Background: an optimization exercise with open tools, aiming at small area, a short achievable clock period and few clock cycles per item. Do not read the settings as production practice.
Function was checked by simulation only, so behaviour that the tests miss may differ from the original.

## flow/run.sh

```bash
#!/bin/bash
# synth_recipe.tcl (not shown) runs the flow's synth.tcl, then flattens the netlist and writes it again
# the make line also repeats each setting of config.mk as NAME=value (left out here)
make -C /OpenROAD-flow-scripts/flow DESIGN_CONFIG=/design/flow/config.mk WORK_HOME=/design/flow/orfs CLKGATE_MAP_FILE= SYNTH_SCRIPT=/design/flow/synth_recipe.tcl finish
```

## flow/config.mk

```make
export PLATFORM = sky130hd
export DESIGN_NAME = trig_slots
export DESIGN_NICKNAME = trig_slots
export VERILOG_FILES = /design/flow/design.v
export SDC_FILE = /design/flow/constraint.sdc
export NUM_CORES = 4
export LEC_CHECK = 0
export CAP_MARGIN = 20
export CORE_MARGIN = 2
export CORE_UTILIZATION = 30
export PLACE_DENSITY = 0.5
export SLEW_MARGIN = 20
```

## flow/constraint.sdc

```tcl
create_clock -name core_clock -period 34.0 [get_ports {clk}]
set_input_delay 6.8000 -clock core_clock [delete_from_list [all_inputs] [get_ports {clk}]]
set_output_delay 6.8000 -clock core_clock [all_outputs]
set_load 0.01 [all_outputs]
```

## flow/design.v

```verilog
module trig_slots (
    input  wire         clk,
    input  wire         rst,           
    input  wire         arm,
    input  wire [7:0]   cfg_kind,
    input  wire [7:0]   cfg_dir,
    input  wire [3:0]   cfg_nosettle,
    input  wire [95:0]  cfg_level,
    input  wire [63:0]  cfg_on,
    input  wire [63:0]  cfg_off,
    input  wire [19:0]  cfg_l,
    input  wire [19:0]  cfg_s,
    input  wire [3:0]   cfg_lfreeze,
    input  wire         in_valid,
    output wire         in_ready,
    input  wire [31:0]  in_data,
    output reg          res_valid,
    output reg  [3:0]   res_meet,
    output reg  [3:0]   res_active
);
    assign in_ready = 1'b1;
    reg        smp_v;
    reg [23:0] smp_x;
    reg        smp_settle, smp_stale, smp_fill;
    always @(posedge clk) begin
        smp_v      <= in_valid & ~rst;
        smp_x      <= in_data[31:8];
        smp_settle <= in_data[0];
        smp_stale  <= in_data[3];
        smp_fill   <= in_data[6];
    end
    wire        forget = smp_fill | smp_stale;    
    wire        ev_all = ~forget;                 
    wire        ev_ns  = ~forget & ~smp_settle;   
    wire [23:0] a      = smp_x[23] ? (~smp_x + 24'd1) : smp_x;
    reg [20:0] cnt_all, cnt_ns;
    always @(posedge clk) begin
        if (arm) begin
            cnt_all <= 21'd0;
            cnt_ns  <= 21'd0;
        end else if (smp_v) begin
            cnt_all <= cnt_all + {20'd0, ev_all};
            cnt_ns  <= cnt_ns  + {20'd0, ev_ns};
        end
    end
    always @(posedge clk) begin
        res_valid <= smp_v & ~rst;
    end
    genvar g;
    generate
        for (g = 0; g < 4; g = g + 1) begin : slot
            reg [1:0]  kind;
            reg [1:0]  dir;
            reg        nosettle;
            reg [23:0] level;
            reg [15:0] on_r, off_r;
            reg [4:0]  l_r, s_r;
            reg        lfreeze;
            reg [39:0] sta, lta;
            reg        active, warm;
            reg        has_prev, p_lt, p_gt;
            wire is_lvl = (kind == 2'd1);
            wire is_sl  = (kind == 2'd3);
            wire eval   = nosettle ? ev_ns : ev_all;
            wire [20:0] n = nosettle ? cnt_ns : cnt_all;
            wire ready  = warm | (n == (21'd1 << l_r));
            wire x_lt = $signed(smp_x) < $signed(level);
            wire x_gt = $signed(smp_x) > $signed(level);
            wire up   = p_lt & ~x_lt;
            wire dn   = p_gt & ~x_gt;
            wire lvl_meet = has_prev &
                            (((dir == 2'd0 || dir == 2'd2) && up) ||
                             ((dir == 2'd1 || dir == 2'd2) && dn));
            wire [39:0] sta_n, lta_u;
            ts_upd u_sta (.v(sta), .a(a), .sh(s_r), .y(sta_n));
            ts_upd u_lta (.v(lta), .a(a), .sh(l_r), .y(lta_u));
            wire [39:0] lta_n = (lfreeze & active) ? lta : lta_u;
            wire [39:0] lam   = (lta_n[39:16] == 24'd0) ? 40'h10000 : lta_n;
            wire [15:0] k     = active ? off_r : on_r;
            wire        ge    = {8'd0, sta_n, 8'd0} >= (k * lam);
            wire        sl_meet = ready & ~active & ge;
            wire        act_n   = ready ? ge : active;
            always @(posedge clk) begin
                if (rst) begin
                    kind <= 2'd0;
                end else if (arm) begin
                    kind     <= cfg_kind[2*g +: 2];
                end
                if (arm) begin
                    dir      <= cfg_dir[2*g +: 2];
                    nosettle <= cfg_nosettle[g];
                    level    <= cfg_level[24*g +: 24];
                    on_r     <= cfg_on[16*g +: 16];
                    off_r    <= cfg_off[16*g +: 16];
                    l_r      <= cfg_l[5*g +: 5];
                    s_r      <= cfg_s[5*g +: 5];
                    lfreeze  <= cfg_lfreeze[g];
                    sta      <= 40'd0;
                    lta      <= 40'd0;
                    active   <= 1'b0;
                    warm     <= 1'b0;
                    has_prev <= 1'b0;
                end else if (smp_v) begin
                    if (is_lvl) begin
                        if (forget) begin
                            has_prev <= 1'b0;
                        end else if (eval) begin
                            has_prev <= 1'b1;
                            p_lt     <= x_lt;
                            p_gt     <= x_gt;
                        end
                    end
                    if (is_sl && eval) begin
                        sta    <= sta_n;
                        lta    <= lta_n;
                        warm   <= ready;
                        active <= act_n;
                    end
                end
            end
            always @(posedge clk) begin
                if (smp_v) begin
                    res_meet[g]   <= eval & ((is_lvl & lvl_meet) | (is_sl & sl_meet));
                    res_active[g] <= is_sl & (eval ? act_n : active);
                end
            end
        end
    endgenerate
endmodule
module ts_upd (
    input  wire [39:0] v,
    input  wire [23:0] a,
    input  wire [4:0]  sh,
    output wire [39:0] y
);
    wire [40:0] e   = {1'b0, v} - {1'b0, a, 16'd0};    
    wire        neg = ~e[40];                          
    wire [39:0] m   = e[40] ? ({a, 16'd0} - v) : e[39:0];
    wire [40:0] q   = {m, 1'b0} >> sh;                 
    assign y = v + ({40{neg}} ^ q[40:1]) + {39'd0, neg ^ q[0]};
endmodule
```

==> run summary <==
- The routed design could run at a clock period as short as 26920 ps.
- The hold violation count in the final report was 0.
- The number of global-route vias before repair is 159000.
- The endpoint of the lowest-slack register-to-register path is res_meet[1].
- For the worst setup path, the data arrival time is 27530 ps.
- The met1 track demand over resource in global routing is 0.318.
- The sort of element at the start of the critical path is a flip-flop.
- The count of flip-flops with a built-in enable after synthesis is 296.
- The tree is rooted in a sky130_fd_sc_hd__clkbuf_16.
- Setup violations remaining at the end of the flow were counted as 0.
- The worst hold path was traced through 2 stages.
- Once detailed placement completed, the half-perimeter wirelength came to 567000 um.
- Counting the buffers created by CTS gives 110.
- The detail-routed via count per cell is 5.46.
- The final layout net count is 25200.
- The maximum achievable frequency is 37.1 MHz.
- On the final layout, the worst hold slack is 478 ps.
- Input and output buffers added on the ports amount to 327.
- The die span in x is 766 um.
- The net count of the mapped netlist is 25500.
- For this run, the number of Yosys warnings is 1.
- The first global-routing pass estimated 1060000 um of wire.
- The initial core utilization is 0.301.
- The required arrival time at the worst endpoint is 34610 ps.
- The path with the worst hold slack has its endpoint at slot[3].sta[16].
- The longest clock path from root to sink contains 4 buffers.
- The number of hold buffers added after CTS is 0.
- For this design, the sink count on the clock tree is 707.
- Clock skew on the completed layout was measured at 114 ps.
- The worst hold path begins at slot[3].sta[16].
- The final cycle utilization of the critical path is 0.792.
- Counting flops and latches in the post-synthesis netlist gives 707.
- The number of antenna violations at the first check in global routing is 51.
- After global routing, the most crowded layer is met2.
- Setup repair after global routing left no endpoint under its margin.
- After clock tree synthesis, the setup repair step added 0 buffers.
- In the global route stage, met3 resource usage came out at 0.0503.
- Of all nets on the critical path, the largest fanout is 55.
- The routability congestion estimate from global placement is 0.962.
- The die span in y is 766 um.
- At the pin with the least slew margin, the transition time is 1310 ps.
- The most instantiated flip-flop cell in the synthesis netlist is sky130_fd_sc_hd__dfxtp_1.
- The kind of cell adding the most delay to the critical path is compound AO/OA/AOI/OAI gates.
- The count of pins over their slew limit is 0.
- STA classifies the critical path endpoint as a flip-flop.
- Counting flops with an async set or reset pin after synthesis yields a share of 0.
- The H-tree generated during clock tree synthesis spans 3 levels.
- The floorplan has 280 rows.
- The routed design has 716000 um of wire.
- Gates resized during post-CTS repair numbered 0.
- The cell area after synthesis is 174000 um^2.
- The global-route met2 utilization is 0.373.
- The pre-antenna-repair detailed-routing pass consisted of 8 iterations.
- In the routed design, unresolved DRC markers number 0.
- Max-cap violations in this run came to 0.
- The mean cell area of the mapped netlist is 8.05 um^2.
- The number of cells on the worst reg-to-reg path is 76.
- Counting both buffers and inverters, the worst setup path holds a total of 14.
- The top-level port count is 334.
- Entering global routing, the biggest net connects 78 pins.
- Counting buffers and inverters, the worst setup path is 76 cells deep.
- Among all stages on the critical path, the largest delay is contributed by sky130_fd_sc_hd__nor2_2.
- After clock tree synthesis, the clock-pin slew on the worst setup and hold paths is 70 ps.
- The launching point of the worst reg2reg path is smp_x[0].
- The sequential-to-total area share from yosys stat is 0.0981.
- The area enclosed by the die boundary is 587000 um^2.
- After global routing the overflow that remains totals 0.
- Of the cells placed in the final design, the portion with a size suffix greater than 1 is 0.0629.
- The total via count after detailed routing is 160000.
- The most repeated library cell on the critical path is sky130_fd_sc_hd__fa_1.
- The run finished with no timing, DRC or antenna violations.
- The count of routing violations after the opening detailed-route iteration is 14000.
- After floorplanning, the core was sized to cover 580000 um^2.
- In this run the remaining antenna-violating nets after routing total 0.
- The critical path start-end classification is flip-flop to flip-flop.
- The worst slew margin relative to its limit is 0.125.
- The distinct cell type count of the synthesized netlist is 133.
- The largest stage delay on the critical path is 980 ps.
- Setup slack on the worst reg-to-reg path comes out at 7080 ps.
- Dividing the detail-routed wire length by the instance count gives 24.4 um.
- The area growth from synthesis to layout is 9.35%.
- The class of the worst hold path is flip-flop to flip-flop.
- The total routing usage reported by global routing is 0.237.
- The clock insertion delay at the later pin of the skew report is 980 ps.
- The CTS tree is yes.
- The instance count of the mapped netlist is 21700.
- For the final routed database, the setup TNS stands at 0 ps.
area by class of cell:
class	count	area [um^2]
inverter	2625	9850
clock inverter	57	592
timing repair buffer	811	6920
multi-input combinational	17100	143000
antenna	34	85.1
tap	7755	9700
sequential	707	17100
fill	61700	389000
clock buffer	145	3100
tightest hold or removal path, stage by stage (launching register included):
cell and delay (ps):
sky130_fd_sc_hd__dfxtp_1 320, sky130_fd_sc_hd__nand2_1 60, sky130_fd_sc_hd__a21oi_1 50
metrics by stage:
| step | cells | area, um^2 | util | setup slack, ps |
|---|---|---|---|---|
| finish | 29300 | 191000 | 0.329 | 7080 |
| global route | 29300 | 191000 | 0.329 | 5920 |
| CTS | 29200 | 191000 | 0.329 | 7530 |
| detailed placement | 29000 | 187000 | 0.322 | 7630 |
| global placement | 29000 | 187000 | 0.322 | 7750 |
| floorplan | 21700 | 174000 | - | 14450 |
registers in the layout, summed over array words and instances, names as in the netlist, 21 cells and up:
register / cells
slot.on_r: 64
cnt_ns: 21
cnt_all: 21
slot.sta: 160
slot.level: 96
slot.lta: 160
smp_x: 24
slot.off_r: 64
Yosys cell counts (49+ instances only):
library cell               instances  area (um^2)
sky130_fd_sc_hd__nand2_1        3122        11700
sky130_fd_sc_hd__inv_1          2600         9760
sky130_fd_sc_hd__fa_1           2152        43100
sky130_fd_sc_hd__nor2_1         1745         6550
sky130_fd_sc_hd__a21oi_1        1343         6720
sky130_fd_sc_hd__ha_1           1338        16700
sky130_fd_sc_hd__clkbuf_1        961         3610
sky130_fd_sc_hd__xnor2_1         799         7000
sky130_fd_sc_hd__mux2i_1         713         7140
sky130_fd_sc_hd__o21ai_0         657         3290
sky130_fd_sc_hd__a21o_1          447         3360
sky130_fd_sc_hd__dfxtp_1         411         8230
sky130_fd_sc_hd__nor3_1          368         1840
sky130_fd_sc_hd__and2_1          353         2210
sky130_fd_sc_hd__nand3_1         344         1720
sky130_fd_sc_hd__xor2_1          299         2620
sky130_fd_sc_hd__edfxtp_1        296         8890
sky130_fd_sc_hd__a211oi_1        294         2210
sky130_fd_sc_hd__mux2_2          217         2440
sky130_fd_sc_hd__nand2b_1        194         1210
sky130_fd_sc_hd__a31oi_1         191         1190
sky130_fd_sc_hd__nand4_1         187         1170
sky130_fd_sc_hd__and3_1          151          945
sky130_fd_sc_hd__nor2b_1         136          851
sky130_fd_sc_hd__o21a_1          131          983
sky130_fd_sc_hd__mux4_2          123         2770
sky130_fd_sc_hd__o211ai_1        115          863
sky130_fd_sc_hd__or3_1           115          719
sky130_fd_sc_hd__buf_1           112          420
sky130_fd_sc_hd__o22ai_1         107          669
sky130_fd_sc_hd__nor4_1          104          651
sky130_fd_sc_hd__o21bai_1        103          773
sky130_fd_sc_hd__buf_2            98          490
sky130_fd_sc_hd__o31ai_1          80          601
sky130_fd_sc_hd__or2_2            66          413
sky130_fd_sc_hd__a221oi_1         61          534
sky130_fd_sc_hd__a22oi_1          51          383
sky130_fd_sc_hd__a211o_1          49          429
cells in the final DEF, fill, tap and decap left out, drive strengths merged, types with 362 or more instances in the layout:
cell / n
a21o: 448
a21oi: 1351
and2: 362
buf: 485
dfxtp: 411
fa: 2152
ha: 1338
inv: 2622
mux2i: 714
nand2: 3125
nor2: 1760
nor3: 371
o21ai: 703
xnor2: 801
routing by layer:
metal / up-vias / wire length, um
met4: 36 / 34000
met3: 1161 / 58600
met1: 80000 / 309000
li1: 72600 / -
met2: 5933 / 314000
met5: - / 554
how the worst max path moves through the flow:
stage | startpoint | to
finish | smp_x[0] | res_meet[1]
global route | smp_x[0] | res_meet[1]
CTS | smp_x[0] | res_meet[1]
detailed placement | smp_x[0] | res_meet[1]
floorplan | smp_x[23] | res_meet[0]
global placement | smp_x[0] | res_meet[1]
logic make-up (layout without fill, tap and decap cells):
| logic type | Yosys count | count (layout) | share of synthesized area |
|---|---|---|---|
| other | 1 | 35 | 0.0000215 |
| adder cells (fa/ha/maj) | 3490 | 3490 | 0.343 |
| AND/OR/NAND/NOR | 7137 | 7137 | 0.184 |
| XOR/XNOR | 1104 | 1104 | 0.0557 |
| flip-flops | 707 | 707 | 0.0981 |
| buffers and inverters | 3813 | 3638 | 0.0833 |
| multiplexers | 1078 | 1078 | 0.0725 |
| AO/OA/AOI/OAI | 4337 | 4337 | 0.163 |
Testbench counts, summed over its fixed seeds: cycles 32,048, items 32,000.

-- static timing again, ports no longer ideal --
The results above use ideal ports. As a check the final layout listed here was re-extracted and re-timed, cells and wires unchanged.
Step 1: set_driving_cell puts a clkbuf_16 on clk and a buf_2 on each other input, an assumption about the parent block.
Step 2 adds t to the input delays and takes it off the output delays; t is the mean of the earliest and latest rising clock arrival at the registers after step 1. Input paths then give back, and output paths get back, about the clock's delay inside the block.
Three values: no drivers, after step 1, after step 2; two values: the first two.
t (ns): 1.044
setup WS [ns]: 7.076 / 7.076 / 7.076
worst hold slack (ns): 0.478 / 0.478 / 0.478
worst setup path after step 2: register to register
cell pins on the clock port's net: 1
After both steps this run still meets setup and hold. The setup slack of this run moves by 0.000 ns with the drivers and by 0.000 ns with both steps.
